Background: an optimization exercise with open tools, aiming at small area, a short achievable clock period and few clock cycles per item. Do not read the settings as production practice. Function not checked in this run: the RTL went through the layout flow alone.

==> flow/design.v <==
module dx_ecc (
    input  wire        clk,
    input  wire        rst,
    input  wire        in_valid,
    output wire        in_ready,
    input  wire        in_op,
    input  wire [63:0] in_data,
    input  wire [15:0] in_check,
    output reg         out_valid,
    output reg  [63:0] out_data,
    output reg  [15:0] out_check,
    output reg  [2:0]  out_status
);
    assign in_ready = 1'b1;
    function automatic [6:0] gf_mul(input [6:0] a, input [6:0] b);
        reg [12:0] p;
        integer i;
        begin
            p = 13'd0;
            for (i = 0; i < 7; i = i + 1)
                if (b[i]) p = p ^ ({6'd0, a} << i);
            for (i = 12; i >= 7; i = i - 1)
                if (p[i]) p = p ^ (13'h89 << (i - 7));
            gf_mul = p[6:0];
        end
    endfunction
    localparam [127:0] GF_INV3_T0 = 128'h85171f397d3521e1ec0715d9c155d956;
    localparam [127:0] GF_INV3_T1 = 128'h077bca8c40edde83cfa9b8fae20590f0;
    localparam [127:0] GF_INV3_T2 = 128'hd3d8a3c4b729aac8883ed3b1ef77e000;
    localparam [127:0] GF_INV3_T3 = 128'h9d7459fd639529fbdb72e2c062284688;
    localparam [127:0] GF_INV3_T4 = 128'h76d02a17ab13d34bf22b331b534913bc;
    localparam [127:0] GF_INV3_T5 = 128'h7a55ce6bcde0f5c45424a2b9e9a25f80;
    localparam [127:0] GF_INV3_T6 = 128'h4ae285f65b8d65a17edf971ddc8880a0;
    function automatic [6:0] gf_inv3(input [6:0] x);
        begin
            gf_inv3[0] = GF_INV3_T0[x];
            gf_inv3[1] = GF_INV3_T1[x];
            gf_inv3[2] = GF_INV3_T2[x];
            gf_inv3[3] = GF_INV3_T3[x];
            gf_inv3[4] = GF_INV3_T4[x];
            gf_inv3[5] = GF_INV3_T5[x];
            gf_inv3[6] = GF_INV3_T6[x];
        end
    endfunction
    localparam [127:0] IN_SET_T0 = 128'h341efc53e5ef0f6366edbbb9ab551f7e;
    function automatic [0:0] in_set(input [6:0] x);
        begin
            in_set[0] = IN_SET_T0[x];
        end
    endfunction
    function automatic [6:0] gf_sq(input [6:0] x);
        begin
            gf_sq[0] = ^(x & 7'h01);
            gf_sq[1] = ^(x & 7'h50);
            gf_sq[2] = ^(x & 7'h02);
            gf_sq[3] = ^(x & 7'h20);
            gf_sq[4] = ^(x & 7'h54);
            gf_sq[5] = ^(x & 7'h40);
            gf_sq[6] = ^(x & 7'h28);
        end
    endfunction
    function automatic [6:0] gf_ht(input [6:0] x);
        begin
            gf_ht[0] = ^(x & 7'h00);
            gf_ht[1] = ^(x & 7'h5c);
            gf_ht[2] = ^(x & 7'h58);
            gf_ht[3] = ^(x & 7'h60);
            gf_ht[4] = ^(x & 7'h16);
            gf_ht[5] = ^(x & 7'h68);
            gf_ht[6] = ^(x & 7'h48);
        end
    endfunction
    function automatic [6:0] pois_lin(input [6:0] x);
        begin
            pois_lin[0] = ^(x & 7'h1c);
            pois_lin[1] = ^(x & 7'h33);
            pois_lin[2] = ^(x & 7'h12);
            pois_lin[3] = ^(x & 7'h2c);
            pois_lin[4] = ^(x & 7'h3b);
            pois_lin[5] = ^(x & 7'h2b);
            pois_lin[6] = ^(x & 7'h13);
        end
    endfunction
    wire [0:0] v_0;
    reg  [0:0] v_1;
    reg  [0:0] v_2;
    reg  [0:0] v_3;
    wire [0:0] op_0;
    reg  [0:0] op_1;
    reg  [0:0] op_2;
    reg  [0:0] op_3;
    wire [63:0] d_0;
    reg  [63:0] d_1;
    reg  [63:0] d_2;
    reg  [63:0] d_3;
    wire [15:0] c_0;
    reg  [15:0] c_1;
    wire [13:0] r_0;
    reg  [13:0] r_1;
    wire [0:0] q_0;
    reg  [0:0] q_1;
    wire [0:0] pd_0;
    reg  [0:0] pd_1;
    wire [13:0] syn_1;
    wire [0:0] p1_1;
    reg  [0:0] p1_2;
    reg  [0:0] p1_3;
    wire [0:0] s15_1;
    reg  [0:0] s15_2;
    reg  [0:0] s15_3;
    wire [14:0] cb_1;
    reg  [14:0] cb_2;
    reg  [14:0] cb_3;
    wire [6:0] s1_1;
    reg  [6:0] s1_2;
    wire [6:0] s3_1;
    wire [6:0] e_1;
    reg  [6:0] e_2;
    wire [6:0] i3_1;
    reg  [6:0] i3_2;
    wire [6:0] z_2;
    wire [0:0] t0_2;
    reg  [0:0] t0_3;
    wire [0:0] ez_2;
    reg  [0:0] ez_3;
    wire [0:0] szero_2;
    reg  [0:0] szero_3;
    wire [0:0] pz_2;
    reg  [0:0] pz_3;
    wire [6:0] x1_2;
    reg  [6:0] x1_3;
    wire [6:0] x2_2;
    reg  [6:0] x2_3;
    wire [0:0] in1_2;
    reg  [0:0] in1_3;
    wire [0:0] in2_2;
    reg  [0:0] in2_3;
    wire [0:0] s1z_2;
    reg  [0:0] s1z_3;
    wire [0:0] corr_3;
    wire [0:0] keep_3;
    wire [0:0] e78_3;
    wire [2:0] st_3;
    wire [77:0] hit_3;
    wire [63:0] od_3;
    reg  [63:0] od_4;
    wire [14:0] oc_3;
    reg  [14:0] oc_4;
    wire [2:0] ost_3;
    reg  [2:0] ost_4;
    wire [0:0] ov_3;
    reg  [0:0] ov_4;
    generate if (1) begin : g_in
        assign v_0 = in_valid;
        assign op_0 = in_op;
        assign d_0 = in_data;
        assign c_0 = in_check;
    end endgenerate
    generate if (1) begin : g_rem
        wire [242:0] rt;
        assign rt[0] = d_0[3] ^ d_0[14];
        assign rt[1] = d_0[17] ^ d_0[43];
        assign rt[2] = d_0[0] ^ d_0[22];
        assign rt[3] = d_0[1] ^ d_0[23];
        assign rt[4] = d_0[2] ^ d_0[24];
        assign rt[5] = d_0[4] ^ d_0[26];
        assign rt[6] = d_0[5] ^ d_0[27];
        assign rt[7] = d_0[13] ^ d_0[46];
        assign rt[8] = d_0[25] ^ d_0[30];
        assign rt[9] = d_0[31] ^ d_0[47];
        assign rt[10] = d_0[37] ^ d_0[62];
        assign rt[11] = d_0[38] ^ d_0[63];
        assign rt[12] = d_0[6] ^ d_0[61];
        assign rt[13] = d_0[9] ^ d_0[29];
        assign rt[14] = d_0[18] ^ d_0[44];
        assign rt[15] = d_0[33] ^ d_0[58];
        assign rt[16] = d_0[50] ^ d_0[53];
        assign rt[17] = d_0[32] ^ rt[5];
        assign rt[18] = d_0[56] ^ rt[0];
        assign rt[19] = rt[8] ^ rt[9];
        assign rt[20] = d_0[10] ^ d_0[48];
        assign rt[21] = d_0[11] ^ d_0[49];
        assign rt[22] = d_0[12] ^ d_0[45];
        assign rt[23] = d_0[28] ^ d_0[42];
        assign rt[24] = d_0[7] ^ rt[10];
        assign rt[25] = d_0[39] ^ rt[3];
        assign rt[26] = d_0[40] ^ rt[2];
        assign rt[27] = d_0[41] ^ rt[7];
        assign rt[28] = d_0[52] ^ rt[1];
        assign rt[29] = d_0[55] ^ rt[4];
        assign rt[30] = d_0[60] ^ rt[6];
        assign rt[31] = d_0[15] ^ d_0[57];
        assign rt[32] = d_0[20] ^ d_0[59];
        assign rt[33] = d_0[19] ^ rt[12];
        assign rt[34] = d_0[21] ^ rt[11];
        assign rt[35] = d_0[54] ^ rt[20];
        assign rt[36] = rt[15] ^ rt[30];
        assign rt[37] = rt[16] ^ rt[17];
        assign rt[38] = rt[18] ^ rt[19];
        assign rt[39] = d_0[8] ^ rt[14];
        assign rt[40] = d_0[16] ^ rt[23];
        assign rt[41] = d_0[34] ^ rt[13];
        assign rt[42] = d_0[51] ^ rt[21];
        assign rt[43] = d_0[35] ^ rt[24];
        assign rt[44] = rt[22] ^ rt[28];
        assign rt[45] = rt[25] ^ rt[35];
        assign rt[46] = rt[27] ^ rt[31];
        assign rt[47] = d_0[36] ^ rt[26];
        assign rt[48] = d_0[59] ^ rt[41];
        assign rt[49] = rt[29] ^ rt[34];
        assign rt[50] = rt[32] ^ rt[40];
        assign rt[51] = rt[33] ^ rt[39];
        assign rt[52] = d_0[29] ^ rt[36];
        assign rt[53] = d_0[61] ^ rt[45];
        assign rt[54] = d_0[1] ^ d_0[57];
        assign rt[55] = d_0[12] ^ d_0[44];
        assign rt[56] = d_0[13] ^ d_0[49];
        assign rt[57] = d_0[14] ^ d_0[33];
        assign rt[58] = d_0[26] ^ d_0[43];
        assign rt[59] = d_0[30] ^ d_0[45];
        assign rt[60] = d_0[34] ^ d_0[41];
        assign rt[61] = d_0[35] ^ d_0[62];
        assign rt[62] = d_0[36] ^ d_0[50];
        assign rt[63] = d_0[40] ^ d_0[42];
        assign rt[64] = d_0[0] ^ rt[0];
        assign rt[65] = d_0[5] ^ rt[13];
        assign rt[66] = d_0[10] ^ rt[14];
        assign rt[67] = d_0[24] ^ rt[11];
        assign rt[68] = d_0[48] ^ rt[1];
        assign rt[69] = d_0[54] ^ rt[3];
        assign rt[70] = rt[2] ^ rt[7];
        assign rt[71] = rt[22] ^ rt[58];
        assign rt[72] = d_0[8] ^ rt[26];
        assign rt[73] = d_0[27] ^ rt[42];
        assign rt[74] = rt[24] ^ rt[64];
        assign rt[75] = rt[25] ^ rt[29];
        assign rt[76] = rt[27] ^ rt[67];
        assign rt[77] = d_0[4] ^ rt[44];
        assign rt[78] = d_0[22] ^ rt[38];
        assign rt[79] = d_0[23] ^ rt[37];
        assign rt[80] = d_0[28] ^ rt[48];
        assign rt[81] = d_0[38] ^ rt[43];
        assign rt[82] = rt[4] ^ rt[38];
        assign rt[83] = rt[10] ^ rt[47];
        assign rt[84] = rt[19] ^ rt[37];
        assign rt[85] = rt[21] ^ rt[46];
        assign rt[86] = rt[43] ^ rt[46];
        assign rt[87] = rt[50] ^ rt[55];
        assign rt[88] = d_0[7] ^ rt[52];
        assign rt[89] = d_0[32] ^ rt[53];
        assign rt[90] = d_0[37] ^ d_0[39];
        assign rt[91] = d_0[51] ^ rt[6];
        assign rt[92] = rt[16] ^ rt[31];
        assign rt[93] = rt[57] ^ rt[59];
        assign rt[94] = rt[90] ^ rt[68];
        assign rt[95] = rt[70] ^ rt[91];
        assign rt[96] = rt[92] ^ rt[93];
        assign rt[97] = rt[51] ^ rt[94];
        assign rt[98] = rt[95] ^ rt[96];
        assign rt[99] = rt[80] ^ rt[97];
        assign rt[100] = rt[98] ^ rt[99];
        assign rt[101] = d_0[16] ^ d_0[57];
        assign rt[102] = rt[9] ^ rt[16];
        assign rt[103] = rt[32] ^ rt[56];
        assign rt[104] = rt[101] ^ rt[28];
        assign rt[105] = rt[102] ^ rt[103];
        assign rt[106] = rt[36] ^ rt[72];
        assign rt[107] = rt[104] ^ rt[105];
        assign rt[108] = rt[53] ^ rt[81];
        assign rt[109] = rt[106] ^ rt[107];
        assign rt[110] = rt[108] ^ rt[109];
        assign rt[111] = d_0[19] ^ d_0[32];
        assign rt[112] = d_0[43] ^ rt[59];
        assign rt[113] = rt[111] ^ rt[69];
        assign rt[114] = rt[112] ^ rt[49];
        assign rt[115] = rt[113] ^ rt[52];
        assign rt[116] = rt[83] ^ rt[85];
        assign rt[117] = rt[114] ^ rt[115];
        assign rt[118] = rt[116] ^ rt[117];
        assign rt[119] = d_0[37] ^ d_0[46];
        assign rt[120] = d_0[50] ^ rt[11];
        assign rt[121] = rt[12] ^ rt[15];
        assign rt[122] = rt[60] ^ rt[119];
        assign rt[123] = rt[120] ^ rt[121];
        assign rt[124] = rt[122] ^ rt[75];
        assign rt[125] = rt[123] ^ rt[78];
        assign rt[126] = rt[87] ^ rt[124];
        assign rt[127] = rt[125] ^ rt[126];
        assign rt[128] = d_0[9] ^ d_0[21];
        assign rt[129] = d_0[33] ^ d_0[46];
        assign rt[130] = rt[23] ^ rt[128];
        assign rt[131] = rt[129] ^ rt[26];
        assign rt[132] = rt[30] ^ rt[130];
        assign rt[133] = rt[51] ^ rt[131];
        assign rt[134] = rt[132] ^ rt[79];
        assign rt[135] = rt[81] ^ rt[82];
        assign rt[136] = rt[133] ^ rt[134];
        assign rt[137] = rt[135] ^ rt[136];
        assign rt[138] = d_0[17] ^ d_0[36];
        assign rt[139] = rt[32] ^ rt[138];
        assign rt[140] = rt[66] ^ rt[69];
        assign rt[141] = rt[139] ^ rt[74];
        assign rt[142] = rt[76] ^ rt[140];
        assign rt[143] = rt[84] ^ rt[141];
        assign rt[144] = rt[142] ^ rt[143];
        assign rt[145] = d_0[11] ^ d_0[44];
        assign rt[146] = d_0[54] ^ d_0[60];
        assign rt[147] = rt[1] ^ rt[12];
        assign rt[148] = rt[23] ^ rt[54];
        assign rt[149] = rt[145] ^ rt[146];
        assign rt[150] = rt[70] ^ rt[147];
        assign rt[151] = rt[148] ^ rt[149];
        assign rt[152] = rt[48] ^ rt[49];
        assign rt[153] = rt[150] ^ rt[151];
        assign rt[154] = rt[84] ^ rt[152];
        assign rt[155] = rt[153] ^ rt[154];
        assign rt[156] = d_0[2] ^ d_0[51];
        assign rt[157] = d_0[55] ^ rt[14];
        assign rt[158] = rt[61] ^ rt[156];
        assign rt[159] = rt[71] ^ rt[157];
        assign rt[160] = rt[158] ^ rt[159];
        assign rt[161] = rt[78] ^ rt[160];
        assign rt[162] = rt[88] ^ rt[89];
        assign rt[163] = rt[161] ^ rt[162];
        assign rt[164] = d_0[18] ^ d_0[31];
        assign rt[165] = d_0[39] ^ d_0[63];
        assign rt[166] = rt[164] ^ rt[165];
        assign rt[167] = rt[18] ^ rt[28];
        assign rt[168] = rt[29] ^ rt[42];
        assign rt[169] = rt[65] ^ rt[166];
        assign rt[170] = rt[167] ^ rt[168];
        assign rt[171] = rt[169] ^ rt[79];
        assign rt[172] = rt[83] ^ rt[170];
        assign rt[173] = rt[171] ^ rt[172];
        assign rt[174] = d_0[25] ^ rt[18];
        assign rt[175] = rt[72] ^ rt[76];
        assign rt[176] = rt[174] ^ rt[77];
        assign rt[177] = rt[80] ^ rt[175];
        assign rt[178] = rt[89] ^ rt[176];
        assign rt[179] = rt[177] ^ rt[178];
        assign rt[180] = d_0[47] ^ d_0[53];
        assign rt[181] = d_0[60] ^ rt[5];
        assign rt[182] = rt[8] ^ rt[57];
        assign rt[183] = rt[61] ^ rt[63];
        assign rt[184] = rt[180] ^ rt[65];
        assign rt[185] = rt[66] ^ rt[181];
        assign rt[186] = rt[182] ^ rt[183];
        assign rt[187] = rt[75] ^ rt[184];
        assign rt[188] = rt[185] ^ rt[186];
        assign rt[189] = rt[85] ^ rt[187];
        assign rt[190] = rt[188] ^ rt[189];
        assign rt[191] = d_0[11] ^ d_0[15];
        assign rt[192] = d_0[16] ^ d_0[58];
        assign rt[193] = d_0[63] ^ rt[6];
        assign rt[194] = rt[60] ^ rt[62];
        assign rt[195] = rt[63] ^ rt[191];
        assign rt[196] = rt[192] ^ rt[33];
        assign rt[197] = rt[35] ^ rt[71];
        assign rt[198] = rt[193] ^ rt[194];
        assign rt[199] = rt[195] ^ rt[196];
        assign rt[200] = rt[197] ^ rt[198];
        assign rt[201] = rt[82] ^ rt[199];
        assign rt[202] = rt[200] ^ rt[201];
        assign rt[203] = d_0[3] ^ d_0[6];
        assign rt[204] = d_0[25] ^ d_0[31];
        assign rt[205] = d_0[55] ^ rt[203];
        assign rt[206] = rt[204] ^ rt[17];
        assign rt[207] = rt[68] ^ rt[205];
        assign rt[208] = rt[73] ^ rt[206];
        assign rt[209] = rt[207] ^ rt[86];
        assign rt[210] = rt[87] ^ rt[208];
        assign rt[211] = rt[209] ^ rt[210];
        assign rt[212] = d_0[14] ^ d_0[47];
        assign rt[213] = d_0[56] ^ rt[56];
        assign rt[214] = rt[62] ^ rt[212];
        assign rt[215] = rt[17] ^ rt[34];
        assign rt[216] = rt[39] ^ rt[40];
        assign rt[217] = rt[213] ^ rt[214];
        assign rt[218] = rt[44] ^ rt[215];
        assign rt[219] = rt[216] ^ rt[217];
        assign rt[220] = rt[218] ^ rt[219];
        assign rt[221] = rt[88] ^ rt[220];
        assign rt[222] = d_0[2] ^ d_0[20];
        assign rt[223] = rt[13] ^ rt[15];
        assign rt[224] = rt[20] ^ rt[54];
        assign rt[225] = rt[222] ^ rt[33];
        assign rt[226] = rt[34] ^ rt[223];
        assign rt[227] = rt[224] ^ rt[73];
        assign rt[228] = rt[74] ^ rt[225];
        assign rt[229] = rt[226] ^ rt[77];
        assign rt[230] = rt[227] ^ rt[228];
        assign rt[231] = rt[229] ^ rt[230];
        assign rt[232] = rt[41] ^ rt[42];
        assign rt[233] = rt[36] ^ rt[37];
        assign rt[234] = rt[38] ^ rt[44];
        assign rt[235] = rt[45] ^ rt[47];
        assign rt[236] = rt[49] ^ rt[50];
        assign rt[237] = rt[51] ^ rt[232];
        assign rt[238] = rt[86] ^ rt[233];
        assign rt[239] = rt[234] ^ rt[235];
        assign rt[240] = rt[236] ^ rt[237];
        assign rt[241] = rt[238] ^ rt[239];
        assign rt[242] = rt[240] ^ rt[241];
        assign r_0[0] = rt[100];
        assign r_0[1] = rt[110];
        assign r_0[2] = rt[118];
        assign r_0[3] = rt[127];
        assign r_0[4] = rt[137];
        assign r_0[5] = rt[144];
        assign r_0[6] = rt[155];
        assign r_0[7] = rt[163];
        assign r_0[8] = rt[173];
        assign r_0[9] = rt[179];
        assign r_0[10] = rt[190];
        assign r_0[11] = rt[202];
        assign r_0[12] = rt[211];
        assign r_0[13] = rt[221];
        assign q_0 = rt[231];
        assign pd_0 = rt[242];
    end endgenerate
    generate if (1) begin : g_syn
        assign syn_1 = r_1 ^ c_1[13:0];
        assign p1_1 = pd_1 ^ ^c_1[14:0];
        assign s15_1 = c_1[15];
        assign cb_1 = op_1 ? c_1[14:0] : {q_1, r_1};
    end endgenerate
    generate if (1) begin : g_S
        wire [37:0] st;
        assign st[0] = syn_1[7] ^ syn_1[9];
        assign st[1] = syn_1[4] ^ syn_1[8];
        assign st[2] = syn_1[9] ^ syn_1[13];
        assign st[3] = syn_1[8] ^ st[0];
        assign st[4] = syn_1[3] ^ syn_1[7];
        assign st[5] = syn_1[6] ^ syn_1[10];
        assign st[6] = syn_1[10] ^ syn_1[11];
        assign st[7] = syn_1[0] ^ syn_1[7];
        assign st[8] = syn_1[11] ^ st[7];
        assign st[9] = syn_1[1] ^ syn_1[8];
        assign st[10] = syn_1[12] ^ st[9];
        assign st[11] = syn_1[2] ^ st[2];
        assign st[12] = st[4] ^ st[6];
        assign st[13] = syn_1[11] ^ syn_1[12];
        assign st[14] = st[1] ^ st[13];
        assign st[15] = syn_1[5] ^ syn_1[12];
        assign st[16] = st[2] ^ st[15];
        assign st[17] = syn_1[13] ^ st[5];
        assign st[18] = syn_1[0] ^ syn_1[5];
        assign st[19] = syn_1[10] ^ st[0];
        assign st[20] = st[18] ^ st[19];
        assign st[21] = syn_1[5] ^ syn_1[13];
        assign st[22] = st[1] ^ st[21];
        assign st[23] = syn_1[3] ^ syn_1[13];
        assign st[24] = st[6] ^ st[23];
        assign st[25] = st[3] ^ st[24];
        assign st[26] = syn_1[1] ^ syn_1[5];
        assign st[27] = syn_1[6] ^ syn_1[11];
        assign st[28] = st[26] ^ st[27];
        assign st[29] = st[3] ^ st[28];
        assign st[30] = syn_1[6] ^ st[1];
        assign st[31] = st[2] ^ st[30];
        assign st[32] = syn_1[4] ^ syn_1[12];
        assign st[33] = syn_1[13] ^ st[4];
        assign st[34] = st[32] ^ st[33];
        assign st[35] = syn_1[2] ^ syn_1[12];
        assign st[36] = st[5] ^ st[35];
        assign st[37] = st[3] ^ st[36];
        assign s1_1[0] = st[8];
        assign s1_1[1] = st[10];
        assign s1_1[2] = st[11];
        assign s1_1[3] = st[12];
        assign s1_1[4] = st[14];
        assign s1_1[5] = st[16];
        assign s1_1[6] = st[17];
        assign s3_1[0] = st[20];
        assign s3_1[1] = st[22];
        assign s3_1[2] = st[25];
        assign s3_1[3] = st[29];
        assign s3_1[4] = st[31];
        assign s3_1[5] = st[34];
        assign s3_1[6] = st[37];
    end endgenerate
    generate if (1) begin : g_E
        assign e_1 = gf_mul(s1_1, gf_sq(s1_1)) ^ s3_1;
        assign i3_1 = gf_inv3(s1_1);
    end endgenerate
    generate if (1) begin : g_K
        wire [6:0] k = gf_mul(e_2, i3_2);
        assign z_2 = gf_ht(k);
        assign t0_2 = ~^(k & 7'h01);
        assign ez_2 = (e_2 == 7'd0);
        assign szero_2 = (s1_2 == 7'd0) && (e_2 == 7'd0);
        wire [6:0] ts1 = s1_2 ^ 7'h40;
        wire tz = (ts1 == 7'd0) && (e_2 == 7'h12);
        wire ts = in_set(ts1) && (e_2 == (pois_lin(s1_2) ^ 7'h12));
        wire [1:0] tp = {s15_2, p1_2} ^ 2'd2;
        assign pz_2 = (tz && (tp != 2'd3)) || (ts && (tp == 2'd1));
    end endgenerate
    generate if (1) begin : g_X
        assign x1_2 = gf_mul(s1_2, z_2);
        assign x2_2 = x1_2 ^ s1_2;
        assign in1_2 = in_set(x1_2);
        assign in2_2 = in_set(x2_2);
        assign s1z_2 = (s1_2 == 7'd0);
    end endgenerate
    generate if (1) begin : g_st
        wire ok1 = !s1z_3 && ez_3 && in2_3;
        wire ok2 = !s1z_3 && !ez_3 && t0_3 && in1_3 && in2_3;
        wire one = (ok1 && p1_3 && !s15_3) || (szero_3 && (p1_3 ^ s15_3));
        wire two = (ok2 && !p1_3 && !s15_3) || (ok1 && (p1_3 == s15_3)) || (szero_3 && p1_3 && s15_3);
        wire clean = szero_3 && !p1_3 && !s15_3;
        assign st_3 = !op_3 || clean ? 3'd0 : one ? 3'd1 : two ? 3'd2 : pz_3 ? 3'd3 : 3'd4;
        assign corr_3 = op_3 && (one || two);
        assign keep_3 = !op_3 || clean || one || two;
        assign e78_3 = p1_3 ^ (ez_3 && !szero_3);
    end endgenerate
    generate if (1) begin : g_hit
        assign hit_3[0] = (x1_3 == 7'h01) || (x2_3 == 7'h01);
        assign hit_3[1] = (x1_3 == 7'h02) || (x2_3 == 7'h02);
        assign hit_3[2] = (x1_3 == 7'h04) || (x2_3 == 7'h04);
        assign hit_3[3] = (x1_3 == 7'h08) || (x2_3 == 7'h08);
        assign hit_3[4] = (x1_3 == 7'h10) || (x2_3 == 7'h10);
        assign hit_3[5] = (x1_3 == 7'h20) || (x2_3 == 7'h20);
        assign hit_3[6] = (x1_3 == 7'h40) || (x2_3 == 7'h40);
        assign hit_3[7] = (x1_3 == 7'h09) || (x2_3 == 7'h09);
        assign hit_3[8] = (x1_3 == 7'h12) || (x2_3 == 7'h12);
        assign hit_3[9] = (x1_3 == 7'h24) || (x2_3 == 7'h24);
        assign hit_3[10] = (x1_3 == 7'h48) || (x2_3 == 7'h48);
        assign hit_3[11] = (x1_3 == 7'h19) || (x2_3 == 7'h19);
        assign hit_3[12] = (x1_3 == 7'h32) || (x2_3 == 7'h32);
        assign hit_3[13] = (x1_3 == 7'h64) || (x2_3 == 7'h64);
        assign hit_3[14] = (x1_3 == 7'h41) || (x2_3 == 7'h41);
        assign hit_3[15] = (x1_3 == 7'h0b) || (x2_3 == 7'h0b);
        assign hit_3[16] = (x1_3 == 7'h16) || (x2_3 == 7'h16);
        assign hit_3[17] = (x1_3 == 7'h2c) || (x2_3 == 7'h2c);
        assign hit_3[18] = (x1_3 == 7'h58) || (x2_3 == 7'h58);
        assign hit_3[19] = (x1_3 == 7'h39) || (x2_3 == 7'h39);
        assign hit_3[20] = (x1_3 == 7'h72) || (x2_3 == 7'h72);
        assign hit_3[21] = (x1_3 == 7'h6d) || (x2_3 == 7'h6d);
        assign hit_3[22] = (x1_3 == 7'h53) || (x2_3 == 7'h53);
        assign hit_3[23] = (x1_3 == 7'h2f) || (x2_3 == 7'h2f);
        assign hit_3[24] = (x1_3 == 7'h5e) || (x2_3 == 7'h5e);
        assign hit_3[25] = (x1_3 == 7'h35) || (x2_3 == 7'h35);
        assign hit_3[26] = (x1_3 == 7'h6a) || (x2_3 == 7'h6a);
        assign hit_3[27] = (x1_3 == 7'h5d) || (x2_3 == 7'h5d);
        assign hit_3[28] = (x1_3 == 7'h33) || (x2_3 == 7'h33);
        assign hit_3[29] = (x1_3 == 7'h66) || (x2_3 == 7'h66);
        assign hit_3[30] = (x1_3 == 7'h45) || (x2_3 == 7'h45);
        assign hit_3[31] = (x1_3 == 7'h03) || (x2_3 == 7'h03);
        assign hit_3[32] = (x1_3 == 7'h06) || (x2_3 == 7'h06);
        assign hit_3[33] = (x1_3 == 7'h0c) || (x2_3 == 7'h0c);
        assign hit_3[34] = (x1_3 == 7'h18) || (x2_3 == 7'h18);
        assign hit_3[35] = (x1_3 == 7'h30) || (x2_3 == 7'h30);
        assign hit_3[36] = (x1_3 == 7'h60) || (x2_3 == 7'h60);
        assign hit_3[37] = (x1_3 == 7'h49) || (x2_3 == 7'h49);
        assign hit_3[38] = (x1_3 == 7'h1b) || (x2_3 == 7'h1b);
        assign hit_3[39] = (x1_3 == 7'h36) || (x2_3 == 7'h36);
        assign hit_3[40] = (x1_3 == 7'h6c) || (x2_3 == 7'h6c);
        assign hit_3[41] = (x1_3 == 7'h51) || (x2_3 == 7'h51);
        assign hit_3[42] = (x1_3 == 7'h2b) || (x2_3 == 7'h2b);
        assign hit_3[43] = (x1_3 == 7'h56) || (x2_3 == 7'h56);
        assign hit_3[44] = (x1_3 == 7'h25) || (x2_3 == 7'h25);
        assign hit_3[45] = (x1_3 == 7'h4a) || (x2_3 == 7'h4a);
        assign hit_3[46] = (x1_3 == 7'h1d) || (x2_3 == 7'h1d);
        assign hit_3[47] = (x1_3 == 7'h3a) || (x2_3 == 7'h3a);
        assign hit_3[48] = (x1_3 == 7'h74) || (x2_3 == 7'h74);
        assign hit_3[49] = (x1_3 == 7'h61) || (x2_3 == 7'h61);
        assign hit_3[50] = (x1_3 == 7'h4b) || (x2_3 == 7'h4b);
        assign hit_3[51] = (x1_3 == 7'h1f) || (x2_3 == 7'h1f);
        assign hit_3[52] = (x1_3 == 7'h3e) || (x2_3 == 7'h3e);
        assign hit_3[53] = (x1_3 == 7'h7c) || (x2_3 == 7'h7c);
        assign hit_3[54] = (x1_3 == 7'h71) || (x2_3 == 7'h71);
        assign hit_3[55] = (x1_3 == 7'h6b) || (x2_3 == 7'h6b);
        assign hit_3[56] = (x1_3 == 7'h5f) || (x2_3 == 7'h5f);
        assign hit_3[57] = (x1_3 == 7'h37) || (x2_3 == 7'h37);
        assign hit_3[58] = (x1_3 == 7'h6e) || (x2_3 == 7'h6e);
        assign hit_3[59] = (x1_3 == 7'h55) || (x2_3 == 7'h55);
        assign hit_3[60] = (x1_3 == 7'h23) || (x2_3 == 7'h23);
        assign hit_3[61] = (x1_3 == 7'h46) || (x2_3 == 7'h46);
        assign hit_3[62] = (x1_3 == 7'h05) || (x2_3 == 7'h05);
        assign hit_3[63] = (x1_3 == 7'h0a) || (x2_3 == 7'h0a);
        assign hit_3[64] = (x1_3 == 7'h14) || (x2_3 == 7'h14);
        assign hit_3[65] = (x1_3 == 7'h28) || (x2_3 == 7'h28);
        assign hit_3[66] = (x1_3 == 7'h50) || (x2_3 == 7'h50);
        assign hit_3[67] = (x1_3 == 7'h29) || (x2_3 == 7'h29);
        assign hit_3[68] = (x1_3 == 7'h52) || (x2_3 == 7'h52);
        assign hit_3[69] = (x1_3 == 7'h2d) || (x2_3 == 7'h2d);
        assign hit_3[70] = (x1_3 == 7'h5a) || (x2_3 == 7'h5a);
        assign hit_3[71] = (x1_3 == 7'h3d) || (x2_3 == 7'h3d);
        assign hit_3[72] = (x1_3 == 7'h7a) || (x2_3 == 7'h7a);
        assign hit_3[73] = (x1_3 == 7'h7d) || (x2_3 == 7'h7d);
        assign hit_3[74] = (x1_3 == 7'h73) || (x2_3 == 7'h73);
        assign hit_3[75] = (x1_3 == 7'h6f) || (x2_3 == 7'h6f);
        assign hit_3[76] = (x1_3 == 7'h57) || (x2_3 == 7'h57);
        assign hit_3[77] = (x1_3 == 7'h27) || (x2_3 == 7'h27);
    end endgenerate
    generate if (1) begin : g_out
        assign od_3 = {64{keep_3}} & (d_3 ^ ({64{corr_3}} & hit_3[77:14]));
        assign oc_3 = {15{keep_3}} & (cb_3 ^ ({15{corr_3}} & {e78_3, hit_3[13:0]}));
        assign ost_3 = st_3;
        assign ov_3 = v_3;
    end endgenerate
    always @(posedge clk) begin
        v_1 <= rst ? 1'b0 : v_0;
        v_2 <= rst ? 1'b0 : v_1;
        v_3 <= rst ? 1'b0 : v_2;
        op_1 <= op_0;
        op_2 <= op_1;
        op_3 <= op_2;
        d_1 <= d_0;
        d_2 <= d_1;
        d_3 <= d_2;
        c_1 <= c_0;
        r_1 <= r_0;
        q_1 <= q_0;
        pd_1 <= pd_0;
        p1_2 <= p1_1;
        p1_3 <= p1_2;
        s15_2 <= s15_1;
        s15_3 <= s15_2;
        cb_2 <= cb_1;
        cb_3 <= cb_2;
        s1_2 <= s1_1;
        e_2 <= e_1;
        i3_2 <= i3_1;
        t0_3 <= t0_2;
        ez_3 <= ez_2;
        szero_3 <= szero_2;
        pz_3 <= pz_2;
        x1_3 <= x1_2;
        x2_3 <= x2_2;
        in1_3 <= in1_2;
        in2_3 <= in2_2;
        s1z_3 <= s1z_2;
        od_4 <= od_3;
        oc_4 <= oc_3;
        ost_4 <= ost_3;
        ov_4 <= rst ? 1'b0 : ov_3;
    end
    always @* begin
        out_valid  = ov_4;
        out_data   = od_4;
        out_check  = {1'b0, oc_4};
        out_status = ost_4;
    end
endmodule
==> flow/standard.sh <==
#!/bin/bash
# synth_recipe.tcl (not shown) runs the flow's synth.tcl, then flattens the netlist and writes it again
# the make line also repeats each setting of config.mk as NAME=value (left out here)
make -C /OpenROAD-flow-scripts/flow DESIGN_CONFIG=/design/flow/config.mk WORK_HOME=/design/flow/orfs CLKGATE_MAP_FILE= SYNTH_SCRIPT=/design/flow/synth_recipe.tcl "${@:-finish}"
==> flow/config.mk <==
export PLATFORM = sky130hd
export DESIGN_NAME = dx_ecc
export DESIGN_NICKNAME = dx_ecc
export VERILOG_FILES = /design/flow/design.v
export SDC_FILE = /design/flow/constraint.sdc
export NUM_CORES = 4
export LEC_CHECK = 0
export CAP_MARGIN = 20
export CORE_MARGIN = 2
export CORE_UTILIZATION = 40
export SLEW_MARGIN = 20
==> flow/flow/run.sh <==
#!/bin/bash
# Own flow: the standard layout (standard synthesis unchanged), with
#  - port buffers of sky130_fd_sc_hd__buf_2 instead of the automatically chosen cell;
set -euo pipefail
bash standard.sh \
  "SETUP_SLACK_MARGIN=${FLOW_SETUP_MARGIN:-9.8}" \
  "BUFFER_PORTS_ARGS=-buffer_cell sky130_fd_sc_hd__buf_2" \
  finish > standard_make.log 2>&1
==> flow/constraint.sdc <==
create_clock -name core_clock -period 14.0 [get_ports {clk}]
set_input_delay 2.8000 -clock core_clock [delete_from_list [all_inputs] [get_ports {clk}]]
set_output_delay 2.8000 -clock core_clock [all_outputs]
set_load 0.01 [all_outputs]
==> key figures <==
Outcome
  • Status: timing/DRC/antenna clean

Timing
  • Setup_tns: 0 ns
  • Final worst path period need: 4.39 ns
  • Max-slew violations: 0
  • Fmax: 0.228 GHz
  • Final Hold Vio Count: 0
  • RSZ-0062 raised after global routing: yes
  • Worst relative slew slack: 43.7%
  • Setup violators final: 0
  • Period utilization: 31.3%
  • Slew of the pin with the lowest slew margin: 0.844 ns
  • Skew final: 0.0275 ns

Critical path
  • Worst r2r path cells: 17
  • CP max-delay cell: xnor3_1
  • Worst EP arrival: 4.85 ns
  • Critical path, cell by cell: buf_4 > nand2_1 > xor2_1 > xnor2_2 > xnor3_2 > buf_12 > xnor2_4 > buf_4 > nor2_1 > mux2_2 > a22oi_1 > xor2_1 > xnor3_1 > inv_1 > o311a_1 > o311a_1 > a211oi_2
  • Crit-path leading delay family: XOR/XNOR gates
  • Required time worst endpoint: 14.46 ns
  • FF-to-FF Start: e_2[0]
  • CP max stage delay: 0.53 ns
  • Crit path kind: reg2reg
  • Buffers plus inverters on the worst setup path: 4
  • Worst r2r dst: in2_3
  • CP Launch Type: flip-flop
  • CP max FO: 12
  • R2R Setup Slk: 9.61 ns
  • CP Depth: 17
  • Element type at the critical path end: flip-flop

Hold path
  • Worst hold start: d_2[20]
  • Min-delay worst type: reg2reg
  • Hold Path Cell Cnt: 0
  • Hold endpoint: d_3[20]

Detailed routing
  • Drt initial violations: 1524
  • ANT nets after route: 0
  • Vias post-DR: 14170
  • DR WL/cell: 20.4 um
  • Drt pass-1 iters: 6
  • Residual DRC: 0
  • Total Wirelength: 55200 um
  • Post-DR vias/cell: 5.25

Floorplan
  • Chip Width: 216 um
  • Initial core utilization: 40.5%
  • Core ar.: 0.0442 mm^2
  • Die area: 0.0465 mm^2
  • Die extent in y: 216 um
  • Ports: 169
  • Placement row count: 77

Logic synthesis
  • EDFF count, synth: 0
  • Net count after synthesis: 2020
  • Post-synth cell types: 62
  • Asr flop ratio synth: 0%
  • Register area share after synthesis: 43.5%
  • Ys flop type: dfxtp_1
  • Mean Syn Cell Area: 9.40 um^2
  • Yosys reg bits: 389
  • Post-Synthesis Cells: 1906
  • Number of warnings issued by yosys: 1
  • Post-Syn Area: 0.0179 mm^2

Placed design
  • Port-buffer cells: 166
  • HPWL Detailed: 40300 um
  • RD Place Congestion: 0.961
  • Placed inst area: 0.0194 mm^2

Cells and area
  • Nets: 2191
  • Layout area overhead: 20.7%
  • Share of cells above drive strength 1: 20.0%
  • Cell area after layout: 0.0216 mm^2

Clock network
  • H-Tree Depth: 2
  • Clk buf depth: 3
  • CTS root buffer: clkbuf_16
  • CTS tree: built
  • Skew-Pair Late Insertion Delay: 0.56 ns
  • TritonCTS Buffers: 39
  • CTS clk-pin slew, worst paths: 0.06 ns
  • Hold_buf cts: 0
  • Clock sinks: 389

Run
  • Max Cap Violations: 0

Global routing
  • Gr usage total: 22.9%
  • Antenna violations before repair: 5
  • Largest net degree at the start of global routing: 80
  • Number of global-route vias before repair: 13417
  • GR Overflow Total: 0
  • First-pass GRT wire length: 81800 um
==> cells in the mapped netlist (9+ instances only) <==
library cell,instances,area share [%]
mux2_2,21,1.3
dfxtp_1,389,43
buf_1,15,0.31
nor2b_1,16,0.56
and2_1,9,0.31
o311ai_0,15,0.73
mux2i_1,19,1.1
xor2_1,150,7.3
xnor3_1,16,2.0
o22ai_1,92,3.2
a21oi_1,57,1.6
nor2_1,168,3.5
nand2_1,214,4.5
a31oi_1,13,0.45
clkbuf_1,73,1.5
o21ai_0,53,1.5
o211ai_1,18,0.75
xnor2_1,326,16
nand3_1,29,0.81
inv_1,20,0.42
nor3_1,40,1.1
ha_1,30,2.1
a211oi_1,12,0.50
==> worst max path at each step <==
stage | endpoint | slack, ns | startpoint
after floorplan | pd_1 | 9.74 | in_data[32]
after global routing | in2_3 | 9.40 | e_2[0]
final | in2_3 | 9.61 | e_2[0]
after global placement | in1_3 | 8.65 | e_2[4]
after detailed placement | in1_3 | 8.58 | e_2[4]
after CTS | in1_3 | 9.54 | i3_2[5]
==> area by class of cell <==
| class | instances | area (um^2) |
|---|---|---|
| well taps | 592 | 741 |
| multi-input cells | 1388 | 10200 |
| diodes | 1 | 2.50 |
| repair inverters | 2 | 10.0 |
| flip-flops and latches | 389 | 7840 |
| fillers | 4158 | 22600 |
| repair buffers | 226 | 1330 |
| inverters | 31 | 130 |
| clock buffers | 49 | 1080 |
| clock inverters | 22 | 272 |
==> state kept, by name, summed over array words and instances, names as in the netlist, 3 cells and up <==
name,flops
x2_3,7
d_2,64
cb_2,15
e_2,7
r_1,14
cb_3,15
d_1,64
od_4,64
d_3,64
c_1,16
ost_4,3
s1_2,7
oc_4,15
x1_3,7
i3_2,7
==> logic make-up after synthesis <==
kind of cell	synth area share, %
adder cells (fa/ha/maj)	2.09
other	0.0419
multiplexers	2.38
flip-flops	43.5
AO/OA/AOI/OAI	11.2
buffers and inverters	2.92
AND/OR/NAND/NOR	11.9
XOR/XNOR	25.9
==> through the flow <==
stage	utilization (%)	hold slack [ns]	instances	setup slack (ns)
CTS	47.9	0.306	2676	9.54
global placement	43.9	0.310	2577	8.65
detailed placement	43.9	0.312	2577	8.58
floorplan	-	0.310	1906	9.74
global route	48.9	0.314	2699	9.40
finish	48.9	0.309	2700	9.61
==> layout by cell type (no fill, tap or decap), drive strengths merged, types with 5 or more instances in the layout <==
cell      instances
nor3             40
buf             226
nor2b            16
a311oi            6
nor2            168
nand2           214
xor2            150
clkinvlp          7
o221ai            5
mux2             21
bufinv            5
a31oi            13
nand3            29
a22oi             8
inv              24
o311ai           15
a211oi           13
o21ai            53
o22ai            92
dfxtp           389
clkinv           19
xnor2           327
or3               5
o211ai           18
ha               30
and2              9
clkbuf           49
nand3b            6
a21oi            57
xnor3            21
nand2b            6
mux2i            19
==> metal layers <==
| layer | share of wire [%] | track usage, % | routed length (um) |
|---|---|---|---|
| met1 | 47 | 34.4 | 26000 |
| met2 | 44 | 34.6 | 24200 |
| met3 | 7.2 | 3.21 | 3990 |
| met4 | 1.8 | 5.33 | 992 |
| met5 | 0.016 | 0 | 9 |
==> what timing repair did <==
action,CTS,global route
buffers inserted,27,20
gates resized for setup,55,36
pin swaps,11,11
setup endpoints to repair,19,17
cloned,1,3

[what the ideal ports hide]
How much do the figures lean on ideal ports? The routed layout below was timed once more, with nothing changed but the port constraints.
Step 1: set_driving_cell puts a clkbuf_16 on clk and a buf_2 on each other input, an assumption about the parent block.
Step 2 also shifts input and output timing later by t, the mid clock arrival at the registers, as if the neighbouring blocks saw the same clock.
Slacks: ideal ports / drivers / drivers and shift; pairs: ideal ports / drivers.
t, ns: 0.599
setup WS [ns]: 9.612 / 9.612 / 9.264
worst register clock-pin slew, ns: 0.06 / 0.06
After both steps setup and hold are still met in this run. For this run, drivers alone change the setup slack by 0.000 ns; drivers and shift together by -0.348 ns.
